This is an optimization exercise on Yosys and OpenROAD, whose aim is small area, a short achievable clock period and few clock cycles, not a production implementation. For this run, only the layout was checked, not whether the RTL still works.

[design.v]
module aes_gf4_mul (input wire [1:0] a, input wire [1:0] b, output wire [1:0] y);
    wire e = (a[1] ^ a[0]) & (b[1] ^ b[0]);
    assign y = {e ^ (a[1] & b[1]), e ^ (a[0] & b[0])};
endmodule
module aes_gf16_mul (input wire [3:0] a, input wire [3:0] b, output wire [3:0] y);
    wire [1:0] hh, ll, ee;
    aes_gf4_mul u_h (.a(a[3:2]), .b(b[3:2]), .y(hh));
    aes_gf4_mul u_l (.a(a[1:0]), .b(b[1:0]), .y(ll));
    aes_gf4_mul u_e (.a(a[3:2] ^ a[1:0]), .b(b[3:2] ^ b[1:0]), .y(ee));
    wire [1:0] en = {ee[0] ^ ee[1], ee[1]};    
    assign y = {hh ^ en, ll ^ en};
endmodule
module aes_sb_f1 (input wire [7:0] a, input wire dec, output wire [11:0] y);
    wire [7:0] te, td, t;
    assign te[0] = a[0] ^ a[5] ^ a[6];
    assign te[1] = a[0] ^ a[1] ^ a[2] ^ a[3] ^ a[6];
    assign te[2] = a[0] ^ a[1] ^ a[3] ^ a[4] ^ a[7];
    assign te[3] = a[0];
    assign te[4] = a[0] ^ a[1] ^ a[5] ^ a[6];
    assign te[5] = a[0] ^ a[5] ^ a[6] ^ a[7];
    assign te[6] = a[0] ^ a[1] ^ a[2] ^ a[5] ^ a[6] ^ a[7];
    assign te[7] = a[0] ^ a[4] ^ a[5] ^ a[6];
    assign td[0] = ~(a[0] ^ a[3] ^ a[4]);
    assign td[1] = a[0] ^ a[1] ^ a[4] ^ a[5] ^ a[6];
    assign td[2] = ~(a[4] ^ a[6] ^ a[7]);
    assign td[3] = ~(a[2] ^ a[5] ^ a[7]);
    assign td[4] = ~(a[4] ^ a[6]);
    assign td[5] = ~(a[0] ^ a[1] ^ a[3] ^ a[6]);
    assign td[6] = a[4] ^ a[7];
    assign td[7] = ~(a[0] ^ a[1] ^ a[4] ^ a[6]);
    assign t = dec ? td : te;
    wire [3:0] g1 = t[7:4], g0 = t[3:0], s = g1 ^ g0;
    wire [3:0] p;
    wire [3:0] sn = {s[0] ^ s[2], s[1] ^ s[3], s[1], s[0] ^ s[1]};    
    aes_gf16_mul u_m (.a(g1), .b(g0), .y(p));
    assign y = {g1, g0, sn ^ p};
endmodule
module aes_sb_f2 (input wire [11:0] a, output wire [7:0] y);
    wire [3:0] g1 = a[11:8], g0 = a[7:4], th = a[3:0];
    wire [1:0] t1 = th[3:2], t0 = th[1:0], ts = t1 ^ t0;
    wire [1:0] tp, ni0, ni1;
    wire [1:0] tsn = {ts[0] ^ ts[1], ts[0]};    
    aes_gf4_mul u_p (.a(t1), .b(t0), .y(tp));
    wire [1:0] n = tsn ^ tp;
    wire [1:0] nin = {n[0], n[1]};
    aes_gf4_mul u_a (.a(t0), .b(nin), .y(ni1));
    aes_gf4_mul u_b (.a(t1), .b(nin), .y(ni0));
    wire [3:0] thi = {ni1, ni0};
    wire [3:0] ih, il;
    aes_gf16_mul u_h (.a(g0), .b(thi), .y(ih));
    aes_gf16_mul u_l (.a(g1), .b(thi), .y(il));
    assign y = {ih, il};
endmodule
module aes_sb_back (input wire [7:0] a, input wire dec, output wire [7:0] y);
    wire [7:0] ye, yd;
    assign ye[0] = ~(a[0] ^ a[5] ^ a[7]);
    assign ye[1] = ~(a[0] ^ a[4] ^ a[5]);
    assign ye[2] = a[1] ^ a[2] ^ a[3] ^ a[4] ^ a[7];
    assign ye[3] = a[2] ^ a[4] ^ a[5] ^ a[6] ^ a[7];
    assign ye[4] = a[2] ^ a[4] ^ a[6];
    assign ye[5] = ~(a[1] ^ a[7]);
    assign ye[6] = ~(a[2] ^ a[6]);
    assign ye[7] = a[2] ^ a[4];
    assign yd[0] = a[3];
    assign yd[1] = a[0] ^ a[4];
    assign yd[2] = a[0] ^ a[4] ^ a[5] ^ a[6];
    assign yd[3] = a[0] ^ a[2] ^ a[3] ^ a[4] ^ a[5] ^ a[7];
    assign yd[4] = a[0] ^ a[7];
    assign yd[5] = a[1] ^ a[2] ^ a[3] ^ a[4] ^ a[6] ^ a[7];
    assign yd[6] = a[0] ^ a[1] ^ a[2] ^ a[4] ^ a[6] ^ a[7];
    assign yd[7] = a[0] ^ a[5];
    assign y = dec ? yd : ye;
endmodule
module aes_ks_f1 (input wire [7:0] a, output wire [11:0] y);
    aes_sb_f1 u (.a(a), .dec(1'b0), .y(y));
endmodule
module aes_ks_f2 (input wire [11:0] a, output wire [7:0] y);
    wire [7:0] i;
    aes_sb_f2   u_i (.a(a), .y(i));
    aes_sb_back u_b (.a(i), .dec(1'b0), .y(y));
endmodule
module aes_mixcol (
    input  wire [31:0] a,
    output wire [31:0] y
);
    function [7:0] xt;
        input [7:0] b;
        xt = {b[6:0], 1'b0} ^ (b[7] ? 8'h1b : 8'h00);
    endfunction
    wire [7:0] a0 = a[7:0];
    wire [7:0] a1 = a[15:8];
    wire [7:0] a2 = a[23:16];
    wire [7:0] a3 = a[31:24];
    assign y[7:0]   = xt(a0) ^ (xt(a1) ^ a1) ^ a2 ^ a3;
    assign y[15:8]  = a0 ^ xt(a1) ^ (xt(a2) ^ a2) ^ a3;
    assign y[23:16] = a0 ^ a1 ^ xt(a2) ^ (xt(a3) ^ a3);
    assign y[31:24] = (xt(a0) ^ a0) ^ a1 ^ a2 ^ xt(a3);
endmodule
module aes_invmix_pre (
    input  wire [31:0] a,
    output wire [31:0] y
);
    function [7:0] x4;       
        input [7:0] b;
        x4 = {b[5:0], 2'b00} ^ (b[6] ? 8'h1b : 8'h00) ^ (b[7] ? 8'h36 : 8'h00);
    endfunction
    wire [7:0] a0 = a[7:0];
    wire [7:0] a1 = a[15:8];
    wire [7:0] a2 = a[23:16];
    wire [7:0] a3 = a[31:24];
    wire [7:0] u  = x4(a0 ^ a2);
    wire [7:0] v  = x4(a1 ^ a3);
    assign y = {a3 ^ v, a2 ^ u, a1 ^ v, a0 ^ u};
endmodule
module press_aes (
    input  wire         clk,
    input  wire         rst,         
    input  wire         key_valid,
    output wire         key_ready,
    input  wire [1:0]   key_len,     
    input  wire [255:0] key,
    input  wire         in_valid,
    output wire         in_ready,
    input  wire         in_dec,      
    input  wire [127:0] in_data,
    output wire         out_valid,
    input  wire         out_ready,
    output wire [127:0] out_data
);
    reg         key_ok;      
    reg [1:0]   klen;        
    reg         f_raw;       
    reg         f_end;       
    reg [255:0] kst;
    reg [1:0]   ib_n;        
    reg         ib0_dec, ib1_dec;
    reg [127:0] ib0, ib1;    
    reg         st_v;
    reg [15:0]  st_dec;
    reg [127:0] st;          
    reg         r1_v, r1_last;
    reg [15:0]  r1_dec;
    reg [191:0] r1;          
    reg         r2_v, r2_last;
    reg [15:0]  r2_dec;
    reg [127:0] r2;          
    reg         ovalid;
    reg [127:0] obuf;
    reg         in_rdy, key_rdy;
    reg         eact;        
    reg         econv;       
    reg [5:0]   ecyc;
    reg         edir;        
    reg [1:0]   elen;        
    reg         k6, k8;      
    reg [255:0] kw;          
    reg [3:0]   srem;        
    reg [1:0]   sdly;        
    reg [1:0]   q3;          
    reg         qodd;        
    reg [7:0]   rc;          
    reg [2:0]   tpos;        
    reg [31:0]  sreg;        
    reg         srot;        
    reg [7:0]   srcon;       
    reg [47:0]  kmid;        
    reg [31:0]  tw;          
    reg [5:0]   erem;        
    wire [3:0] enr  = (elen == 2'd0) ? 4'd10 : (elen == 2'd1) ? 4'd12 : 4'd14;
    wire stall_arm = r2_v && r2_last && ovalid;
    wire stall     = stall_arm && !out_ready;
    wire e_free  = !eact ? !stall_arm : (!econv && erem == 6'd0 && !ovalid);
    wire ib_any  = (ib_n != 2'd0);
    wire admit_x = ib_any && (ib0_dec == f_end) && e_free;
    wire conv_go = ib_any && (ib0_dec != f_end) && e_free;
    wire admit_n = ib_any && eact && !econv && (ecyc == 6'd1 || ecyc == 6'd2) &&
                   (ib0_dec == edir);
    wire pop_ns  = admit_x || admit_n;
    wire pop     = admit_x || (admit_n && !stall);
    wire start   = admit_x || conv_go;
    wire kpend   = (srem != 4'd0);
    wire e_load  = eact && (ecyc == 6'd2) && !stall;
    wire e_step  = eact && kpend && (sdly == 2'd0) && !stall;
    wire [31:0] twr = tw ^ {24'd0, srcon};
    wire e_lstep = (srem == 4'd1);
    wire e_cend  = econv && e_step && e_lstep;
    assign in_ready  = in_rdy;
    assign key_ready = key_rdy;
    assign out_valid = ovalid;
    assign out_data  = obuf;
    wire key_go = key_valid && key_ready;
    wire blk_go = in_valid && in_ready;
    function [2:0] f_tpos;
        input [1:0] qq3;
        input [1:0] len;
        input       dir;
        begin
            if (len == 2'd1)
                f_tpos = (qq3 == 2'd1) ? (dir ? 3'd3 : 3'd0) :
                         (qq3 == 2'd2) ? (dir ? 3'd1 : 3'd2) : 3'd4;
            else
                f_tpos = dir ? 3'd3 : 3'd0;
        end
    endfunction
    function f_trot;
        input       qq1;
        input [1:0] len;
        input       dir;
        begin
            f_trot = (len == 2'd2) ? (dir ? qq1 : !qq1) : 1'b1;
        end
    endfunction
    function [7:0] f_rcmul;
        input [7:0] r;
        input       dir;
        begin
            f_rcmul = dir ? ({1'b0, r[7:1]} ^ (r[0] ? 8'h8d : 8'h00)) :
                            ({r[6:0], 1'b0} ^ (r[7] ? 8'h1b : 8'h00));
        end
    endfunction
    function [31:0] f_src;
        input [255:0] w;
        input [2:0]   tp;
        input [1:0]   len;
        input         dir;
        begin
            if (!dir) begin
                if (len == 2'd1 && tp == 3'd2) f_src = w[95:64] ^ w[127:96] ^ w[255:224];
                else f_src = w[255:224];
            end else begin
                if (len == 2'd0) f_src = w[255:224] ^ w[223:192];
                else if (len == 2'd1 && tp == 3'd1) f_src = w[255:224];
                else if (len == 2'd1) f_src = w[191:160];
                else f_src = w[255:224];
            end
        end
    endfunction
    wire [31:0] L0 = kw[31:0],    L1 = kw[63:32],   L2 = kw[95:64],   L3 = kw[127:96];
    wire [31:0] H0 = kw[159:128], H1 = kw[191:160], H2 = kw[223:192], H3 = kw[255:224];
    wire [31:0] fb0 = k6 ? L2 : k8 ? L0 : H0;
    wire [31:0] fb1 = k6 ? L3 : k8 ? L1 : H1;
    wire [31:0] fb2 = k6 ? H0 : k8 ? L2 : H2;
    wire [31:0] fb3 = k6 ? H1 : k8 ? L3 : H3;
    wire [31:0] fn0 = fb0 ^ ((k6 && tpos != 3'd0) ? H3 : twr);
    wire [31:0] fn1 = fb1 ^ fn0;
    wire [31:0] fn2 = fb2 ^ ((k6 && tpos == 3'd2) ? twr : fn1);
    wire [31:0] fn3 = fb3 ^ fn2;
    wire [31:0] bu0 = k6 ? L1 : k8 ? L3 : H3;
    wire [31:0] bu1 = k6 ? L0 : k8 ? L2 : H2;
    wire [31:0] bu2 = k6 ? H3 : k8 ? L1 : H1;
    wire [31:0] bu3 = k6 ? H2 : k8 ? L0 : H0;
    wire [31:0] bo0 = bu0 ^ bu1;
    wire [31:0] bo1 = bu1 ^ ((k6 && tpos == 3'd1) ? twr : bu2);
    wire [31:0] bo2 = bu2 ^ bu3;
    wire [31:0] bo3 = bu3 ^ ((k6 && tpos != 3'd3) ? H1 : twr);
    wire [127:0] nw   = edir ? {bo0, bo1, bo2, bo3} : {fn3, fn2, fn1, fn0};
    wire [255:0] kw_n = {nw, kw[255:128]};
    wire [1:0]   q3_n   = edir ? ((q3 == 2'd0) ? 2'd2 : q3 - 2'd1) : ((q3 == 2'd2) ? 2'd0 : q3 + 2'd1);
    wire         qodd_n = !qodd;
    wire [7:0]   rc_n   = (srot && tpos != 3'd4) ? f_rcmul(rc, edir) : rc;
    wire [2:0]   tpos_n = f_tpos(q3_n, elen, edir);
    wire         trot_n = f_trot(qodd_n, elen, edir);
    wire [31:0] K0 = kst[31:0], K1 = kst[63:32], K2 = kst[95:64], K3 = kst[127:96];
    wire [31:0] K5 = kst[191:160];
    wire [31:0] a0 = K0 ^ twr;
    wire [31:0] a1 = K1 ^ a0;
    wire [31:0] a2 = K2 ^ a1;
    wire [31:0] a3 = K3 ^ a2;
    wire [255:0] kst_ld = !f_raw ? kst :
                          (klen == 2'd0) ? {a3, a2, a1, a0, kst[127:0]} :
                                           {a1, a0, kst[191:0]};
    wire [1:0]   q3_0   = !f_end ? 2'd0 : (elen == 2'd1) ? 2'd2 : (elen == 2'd2) ? 2'd1 : 2'd0;
    wire         qodd_0 = f_end;
    wire [7:0]   rc_0   = !f_end ? ((elen == 2'd2) ? 8'h01 : 8'h02) :
                          (elen == 2'd0) ? 8'h1b : (elen == 2'd1) ? 8'h80 : 8'h40;
    wire [2:0]   tpos_0 = f_tpos(q3_0, elen, f_end);
    wire         trot_0 = f_trot(qodd_0, elen, f_end);
    wire [47:0] ks1;
    wire [31:0] ks2;
    genvar g;
    generate
        for (g = 0; g < 4; g = g + 1) begin : g_ks
            aes_ks_f1 u_1 (.a(sreg[8*g +: 8]),   .y(ks1[12*g +: 12]));
            aes_ks_f2 u_2 (.a(kmid[12*g +: 12]), .y(ks2[8*g +: 8]));
        end
    endgenerate
    always @(posedge clk) begin
        kmid <= ks1;
        tw   <= ks2;
    end
    function [31:0] f_rot;
        input [31:0] w;
        input        rot;
        begin
            f_rot = rot ? {w[7:0], w[31:8]} : w;
        end
    endfunction
    wire [31:0] sinit = (klen == 2'd0) ? {K3[7:0], K3[31:8]} : {K5[7:0], K5[31:8]};
    always @(posedge clk) begin
        if (key_go) begin
            kst   <= key;
            klen  <= key_len;
            f_raw <= (key_len != 2'd2);
            f_end <= 1'b0;
        end else if (e_cend) begin
            kst   <= {kw[255:128], nw};
            f_raw <= 1'b0;
            f_end <= !f_end;
        end
    end
    always @(posedge clk) begin
        if (e_load)
            kw <= kst_ld;
        else if (e_step)
            kw <= kw_n;
    end
    always @(posedge clk) begin
        if (rst) begin
            srem <= 4'd0;
        end else if (e_load) begin
            srem  <= enr - 4'd1;
            sdly  <= 2'd2;
            q3    <= q3_0;
            qodd  <= qodd_0;
            rc    <= rc_0;
            tpos  <= tpos_0;
            sreg  <= f_rot(f_src(kst_ld, tpos_0, elen, f_end), trot_0);
            srot  <= trot_0;
            srcon <= trot_0 ? rc_0 : 8'h00;
        end else if (e_step) begin
            srem  <= srem - 4'd1;
            sdly  <= 2'd2;
            q3    <= q3_n;
            qodd  <= qodd_n;
            rc    <= rc_n;
            tpos  <= tpos_n;
            if (!e_lstep) begin
                sreg  <= f_rot(f_src(kw_n, tpos_n, elen, edir), trot_n);
                srot  <= trot_n;
                srcon <= trot_n ? rc_n : 8'h00;
            end else begin
                sreg  <= sinit;
                srot  <= 1'b1;
                srcon <= 8'h01;
            end
        end else if (!stall) begin
            if (kpend) begin
                sdly <= sdly - 2'd1;
            end else begin
                sreg  <= sinit;
                srot  <= 1'b1;
                srcon <= 8'h01;
            end
        end
    end
    always @(posedge clk) begin
        if (rst) begin
            eact <= 1'b0;
        end else if (start) begin
            eact  <= 1'b1;
            econv <= conv_go;
            ecyc  <= 6'd1;
            erem  <= ((klen == 2'd0) ? 6'd30 : (klen == 2'd1) ? 6'd36 : 6'd42) - 6'd1;
            edir  <= f_end;
            elen  <= klen;
            k6    <= (klen == 2'd1);
            k8    <= (klen == 2'd2);
        end else if (eact && !stall) begin
            if (econv ? e_cend : (erem == 6'd0))
                eact <= 1'b0;
            ecyc <= ecyc + 6'd1;
            erem <= erem - 6'd1;
        end
    end
    wire [191:0] f1_out;
    wire [127:0] f2_out;
    wire [127:0] e_sr, d_sr, t, p, v, m;
    wire [127:0] rk = kw[255:128];
    generate
        for (g = 0; g < 16; g = g + 1) begin : g_sbox
            wire [7:0] inv;
            aes_sb_f1   u_f1 (.a(st[8*g +: 8]),   .dec(st_dec[g]), .y(f1_out[12*g +: 12]));
            aes_sb_f2   u_f2 (.a(r1[12*g +: 12]), .y(inv));
            aes_sb_back u_b  (.a(inv),            .dec(r1_dec[g]), .y(f2_out[8*g +: 8]));
        end
        for (g = 0; g < 16; g = g + 1) begin : g_shift
            assign e_sr[8*g +: 8] = r2[8*((4*(((g/4) + (g%4)) % 4) + (g%4))) +: 8];
            assign d_sr[8*g +: 8] = r2[8*((4*(((g/4) + 4 - (g%4)) % 4) + (g%4))) +: 8];
        end
        for (g = 0; g < 16; g = g + 1) begin : g_key
            assign t[8*g +: 8] = (r2_dec[g] ? d_sr[8*g +: 8] : e_sr[8*g +: 8]) ^ rk[8*g +: 8];
            assign v[8*g +: 8] = r2_dec[g] ? p[8*g +: 8] : e_sr[8*g +: 8];
        end
        for (g = 0; g < 4; g = g + 1) begin : g_mix
            aes_invmix_pre u_p  (.a(t[32*g +: 32]), .y(p[32*g +: 32]));
            aes_mixcol     u_mc (.a(v[32*g +: 32]), .y(m[32*g +: 32]));
        end
    endgenerate
    wire [127:0] f3_out, fin_out;
    generate
        for (g = 0; g < 16; g = g + 1) begin : g_out
            assign f3_out[8*g +: 8]  = m[8*g +: 8] ^ (r2_dec[g] ? 8'h00 : rk[8*g +: 8]);
        end
    endgenerate
    assign fin_out = t;
    always @(posedge clk) begin
        if (!stall) begin
            if (pop_ns) begin
                st     <= ib0 ^ kst[127:0];
                st_dec <= {16{ib0_dec}};
            end else begin
                st     <= f3_out;
                st_dec <= r2_dec;
            end
            r1      <= f1_out;
            r1_dec  <= st_dec;
            r1_last <= eact && !econv && (erem <= 6'd2);
            r2      <= f2_out;
            r2_dec  <= r1_dec;
            r2_last <= r1_last;
        end
        if (r2_v && r2_last && !stall)
            obuf <= fin_out;
    end
    wire [1:0] ib_nn = ib_n + {1'b0, blk_go} - {1'b0, pop};
    always @(posedge clk) begin
        if (pop) begin
            ib0     <= (ib_n == 2'd2) ? ib1 : in_data;
            ib0_dec <= (ib_n == 2'd2) ? ib1_dec : in_dec;
            if (ib_n == 2'd2) begin
                ib1     <= in_data;
                ib1_dec <= in_dec;
            end
        end else if (blk_go) begin
            if (ib_n == 2'd0) begin
                ib0     <= in_data;
                ib0_dec <= in_dec;
            end else begin
                ib1     <= in_data;
                ib1_dec <= in_dec;
            end
        end
    end
    wire       n_key_ok = !rst && (key_ok || key_go);
    wire [1:0] n_ib_n   = rst ? 2'd0 : ib_nn;
    wire       n_ib0_dec = pop ? ((ib_n == 2'd2) ? ib1_dec : in_dec) :
                           (blk_go && ib_n == 2'd0) ? in_dec : ib0_dec;
    wire       n_f_end  = key_go ? 1'b0 : e_cend ? !f_end : f_end;
    wire       n_eact   = !rst && (start || (eact && !(!stall && (econv ? e_cend : (erem == 6'd0)))));
    wire [5:0] n_ecyc   = start ? 6'd1 : (eact && !stall) ? ecyc + 6'd1 : ecyc;
    always @(posedge clk) begin
        if (rst) begin
            key_ok <= 1'b0;
            ib_n   <= 2'd0;
            st_v   <= 1'b0;
            r1_v   <= 1'b0;
            r2_v   <= 1'b0;
            ovalid <= 1'b0;
        end else begin
            if (key_go)
                key_ok <= 1'b1;
            ib_n <= ib_nn;
            if (!stall) begin
                st_v <= pop || (r2_v && !r2_last);
                r1_v <= st_v;
                r2_v <= r1_v;
            end
            if (r2_v && r2_last && !stall)
                ovalid <= 1'b1;
            else if (out_ready)
                ovalid <= 1'b0;
        end
        in_rdy  <= n_key_ok && (n_ib_n == 2'd0 || (n_ib_n == 2'd1 && n_ib0_dec == n_f_end));
        key_rdy <= (n_ib_n == 2'd0) && !(n_eact && (n_ecyc == 6'd1 || n_ecyc == 6'd2));
    end
endmodule
[flow/run.sh]
#!/bin/bash
set -euo pipefail
W=$PWD
export OWN_ABC_SCRIPT=$W/flow/abc_map.script
{
  cat <<'TCL'
# ORFS's synthesis calls abc with its own -script; use ours instead.
proc abc {args} {
  set i [lsearch -exact $args -script]
  if {$i >= 0} { lset args [expr {$i + 1}] $::env(OWN_ABC_SCRIPT) }
  puts "abc with own script: $args"
  yosys abc {*}$args
}
TCL
  cat synth_recipe.tcl
} > own_synth.tcl
bash standard.sh SYNTH_SCRIPT=$W/own_synth.tcl SETUP_SLACK_MARGIN=8 \
  "BUFFER_PORTS_ARGS=-buffer_cell sky130_fd_sc_hd__buf_1" finish > flow.log 2>&1
[flow/abc_map.script]
&get -n
&st
&syn2
&dch
&if -g -K 6
&synch2
&nf -R 1000
&st
&syn2
&dch
&if -g -K 6
&synch2
&nf -R 1000
&put
[standard.sh]
#!/bin/bash
# synth_recipe.tcl (not shown) runs the flow's synth.tcl, then flattens the netlist and writes it again
# the make line also repeats each setting of config.mk as NAME=value (left out here)
make -C /OpenROAD-flow-scripts/flow DESIGN_CONFIG=/design/flow/config.mk WORK_HOME=/design/flow/orfs CLKGATE_MAP_FILE= SYNTH_SCRIPT=/design/flow/synth_recipe.tcl "${@:-finish}"
[config.mk]
export PLATFORM = sky130hd
export DESIGN_NAME = press_aes
export DESIGN_NICKNAME = press_aes
export VERILOG_FILES = /design/flow/design.v
export SDC_FILE = /design/flow/constraint.sdc
export NUM_CORES = 8
export LEC_CHECK = 0
export ABC_CLOCK_PERIOD_IN_PS = 3500
export CAP_MARGIN = 20
export CORE_MARGIN = 2
export CORE_UTILIZATION = 45
export CTS_CLUSTER_DIAMETER = 150
export CTS_CLUSTER_SIZE = 16
export PLACE_DENSITY = 0.6
export SETUP_SLACK_MARGIN = 5
export SLEW_MARGIN = 20
[constraint.sdc]
create_clock -name core_clock -period 12.0 [get_ports {clk}]
set_input_delay 2.4000 -clock core_clock [delete_from_list [all_inputs] [get_ports {clk}]]
set_output_delay 2.4000 -clock core_clock [all_outputs]
set_load 0.01 [all_outputs]
==> run notes <==
-- registers in the layout (all words and copies together) (netlist names), 128 cells and up --
name,flops
ib0,128
ib1,128
kst,256
kw,256
obuf,128
r1,192
r2,128
st,128
-- per-layer routing --
metal  vias to the layer above  track usage
met5                         -            0
met4                        16        0.240
met3                      1232       0.0975
met2                      5679        0.530
met1                     45196        0.467
li1                      40694            -
-- Yosys cell counts, drive strengths merged (5+ instances only) --
cell | n | area, um2
nor3 | 110 | 551
and3 | 32 | 200
nor3b | 35 | 263
nand3b | 5 | 37.5
nand2 | 1804 | 6770
a221oi | 5 | 43.8
xor2 | 1148 | 10100
o31a | 8 | 70.1
nand4 | 5 | 31.3
o221ai | 5 | 43.8
o31ai | 8 | 60.1
o21ai | 804 | 4020
a31o | 7 | 61.3
or2 | 8 | 50.1
a22o | 6 | 52.6
edfxtp | 1474 | 44300
a21oi | 740 | 3700
mux2i | 343 | 3430
or3 | 13 | 81.3
and2 | 7 | 43.8
xor3 | 17 | 404
nand2b | 164 | 1030
ha | 135 | 1690
nor2 | 818 | 3070
a22oi | 36 | 270
o22ai | 52 | 325
mux2 | 231 | 2600
a211oi | 114 | 856
o211ai | 32 | 240
dfxtp | 95 | 1900
a21o | 25 | 188
a32oi | 6 | 52.6
nand3 | 37 | 185
a31oi | 65 | 407
clkinv | 95 | 357
nor2b | 206 | 1290
o311ai | 5 | 43.8
o21a | 16 | 120
xnor2 | 2238 | 19600
-- layout make-up --
type / instances / area (um2) / share of cell area
clock inverter: 10 / 138 / 0.00105
antenna: 19 / 47.5 / 0.000362
inverter: 95 / 453 / 0.00344
sequential: 1569 / 46200 / 0.351
timing repair inverter: 4 / 63.8 / 0.000485
timing repair buffer: 1176 / 8650 / 0.0658
clock buffer: 170 / 3000 / 0.0228
multi-input combinational: 9336 / 69000 / 0.525
tap: 3185 / 3990 / 0.0303
-- worst paths after layout --
path | from | end | slack [ns] | cells after the start
worst max-delay path | r1[86] | r2[61] | 7.84 | 16
worst min register to register | r1_last | r2_last | 0.43 | 0
worst min-delay path | r1_last | r2_last | 0.43 | 0
worst max register to register | r1[86] | r2[61] | 7.84 | 16
-- layout by cell type, fill, tap and decap left out, drive strengths merged, types with 8 or more instances in the layout --
master and n:
mux2i 343, o21a 18, nand2b 164, o21ai 804, mux2 231, xor2 1148
xnor2 2238, nand2 1806, or2 8, buf 1143, nor3 110, and3 33
a211oi 114, o22ai 52, inv 10, o211ai 32, a22oi 36, ha 135
a21o 25, o31a 8, nand3 37, clkinv 99, o31ai 8, nor3b 35
nor2b 206, or3 13, clkbuf 190, dfxtp 95, diode 19, a31oi 65
bufbuf 13, a21oi 740, edfxtp 1474, xor3 17, nor2 819
-- metrics by stage --
| stage | setup slack, ns | TNS, ns | hold WS [ns] |
|---|---|---|---|
| finish | 7.84 | 0 | 0.425 |
| floorplan | -0.709 | -97.10 | 0.400 |
| CTS | 7.84 | 0 | 0.423 |
| global placement | 5.29 | 0 | 0.406 |
| detailed placement | 5.20 | 0 | 0.419 |
| global route | 7.76 | 0 | 0.453 |
-- logic make-up after synthesis --
| group | after synthesis |
|---|---|
| AO/OA/AOI/OAI | 1964 |
| XOR/XNOR | 3404 |
| adder cells (fa/ha/maj) | 135 |
| buffers and inverters | 95 |
| flip-flops | 1569 |
| multiplexers | 574 |
| AND/OR/NAND/NOR | 3253 |
-- what timing repair did --
action / 4_1_cts / 5_1_grt
gates cloned: 26 / 24
pin swaps: 113 / 225
buffers inserted: 187 / 228
resized for setup: 661 / 527
hold buffers: 0 / 0
endpoints found under the setup margin: 1856 / 951
==> flow_summary.rst <==
.. list-table::
   :header-rows: 1

   * - Metric
     - Value
   * - Met3 wire length
     - 56.5 mm
   * - Worst path bufs/invs
     - 2
   * - Layout cell share with drive strength beyond 1
     - 0.130
   * - Clock root cell
     - sky130_fd_sc_hd__clkbuf_16
   * - Routability Congestion
     - 1.06
   * - Portion of the post-synthesis area used by sequential elements
     - 0.424
   * - Number of global-route vias before repair
     - 85475
   * - I/O Buffers
     - 522
   * - Fmax
     - 240 MHz
   * - Cell area after synthesis
     - 0.109 mm2
   * - RSZ-0062 raised after global routing
     - yes
   * - Final HPWL DP
     - 332 mm
   * - Met2 routed WL
     - 198 mm
   * - Vias
     - 92817
   * - Number of standard cells after synthesis
     - 10994
   * - X dimension of the die
     - 496 um
   * - Critical-path top delay cell
     - sky130_fd_sc_hd__ha_2
   * - Net count of the mapped netlist
     - 11521
   * - Final Max Tran Viols
     - 0
   * - Largest family of logic cells by synthesized area
     - XOR/XNOR gates
   * - Basic-gate share of the synthesized area counting and, or, nand and nor cells
     - 0.126
   * - Number of nets in the layout
     - 12818
   * - Count of placed standard cells including taps
     - 14900
   * - Final critical-path share of the clock period
     - 0.347
   * - Warnings, synthesis
     - 3
   * - Nature of the critical path endpoint
     - flop
   * - Starting DRT DRC Count
     - 12582
   * - Filler Cell Count
     - 21267
   * - Run status
     - timing/DRC/antenna clean
   * - CTS H-tree lvls
     - 3
   * - Standard-cell rows
     - 180
   * - Share of async-settable or async-resettable flops after synthesis
     - 0
   * - HP Class
     - flop to flop
   * - Placeable core region
     - 0.241 mm2
   * - Mux share of post-synthesis cell area
     - 0.0554
   * - Layout Area Growth over Synthesis
     - 20.8%
   * - DR WL/cell
     - 30.3 um
   * - Clk pin slew, worst setup/hold paths
     - 0.08 ns
   * - Non-Filler Instances
     - 15564
   * - Required time at the endpoint of the critical path
     - 12.62 ns
   * - Post-route cell area
     - 0.131 mm2
   * - Arrival time at the worst endpoint
     - 4.78 ns
   * - First-pass GRT wire length
     - 631 mm
   * - Critical path type
     - flop to flop
   * - Max-Slew Margin vs Limit
     - 0.136
   * - CP Launch Type
     - flop
   * - Delay of the slowest cell on the worst path
     - 0.44 ns
   * - Total of flip-flops plus latches after synthesis
     - 1569
   * - Wirelength, routed
     - 472 mm
   * - Clock sink count
     - 1569
   * - TritonCTS clock tree
     - built
   * - Starting utilization of the core area
     - 0.452
   * - Uppermost routed layer
     - met5
   * - Clock Path Buffers
     - 3
   * - Post-layout utilization of the core
     - 0.547
   * - M1 WL
     - 177 mm
   * - Number of antenna violations at the first check in global routing
     - 39
   * - Highest net fanout along the worst path
     - 7
   * - Series of cell instances along the critical path
     - ha_2 > xor2_2 > xor2_1 > nor3b_1 > a21oi_2 > xnor2_2 > buf_4 > nor4b_4 > a311oi_2 > buf_4 > xnor2_4 > xor2_4 > xor2_2 > xnor2_1 > nand2_2 > xnor2_4
   * - Maximum number of pins on one net before global-route repair
     - 140
   * - Drt first pass iters
     - 6
   * - Chip height
     - 496 um
   * - Transition time at the pin with the least slew margin
     - 1.29 ns
   * - Cell Area, Placed
     - 0.117 mm2
   * - Worst-skew pair later-pin latency
     - 0.89 ns
   * - Drt drc
     - 0
   * - Endpoints failing setup
     - 0
   * - Main synth FF type
     - sky130_fd_sc_hd__edfxtp_1
   * - GRT Util Overall
     - 0.361
   * - Gr ovfl total
     - 0
   * - Number of enable-type register cells in the synthesized netlist
     - 1474
   * - Post-synthesis compound-gate area fraction
     - 0.0996
   * - Max Clock Skew
     - 0.0891 ns
   * - Mean post-synth cell area
     - 9.90 um2
   * - Distinct cell type count of the synthesized netlist
     - 61
   * - Post-route antenna net violation count
     - 0
   * - Top Ports
     - 523
   * - Final worst path period need
     - 4.16 ns
   * - Max-cap viol count
     - 0
   * - Adder-cell share of the synthesized area
     - 0.0155
   * - Xor and xnor area share after synthesis
     - 0.276
   * - Dominant delay contributor by cell family on the critical path
     - XOR/XNOR gates
   * - Number of CTS-inserted buffers
     - 109
   * - Via/cell ratio
     - 5.96
   * - Die outline area
     - 0.246 mm2
   * - Hold violation count in the final report
     - 0

[static timing again, ports no longer ideal]
The flow's constraints put no driver on any port. The routed layout listed below was extracted and timed again, unchanged, in two steps.
Step 1, drivers: a clkbuf_16 drives clk and a buf_2 each remaining input, both assumed.
Step 2 adds t to the input delays and takes it off the output delays; t is the mean of the earliest and latest rising clock arrival at the registers after step 1. Input paths then give back, and output paths get back, about the clock's delay inside the block.
Slacks: no drivers / after step 1 / after step 2; pairs: no drivers / after step 1.
t (ns): 0.946
setup slack, ns: 7.841 / 7.841 / 7.068
clock arrival spread, ns: 0.092 / 0.092
worst register clock-pin slew, ns: 0.10 / 0.10
worst slew at a driven data input, ns: 0.22
After both steps this run still meets setup and hold. For this run, drivers alone change the setup slack by 0.000 ns; drivers and shift together by -0.773 ns.
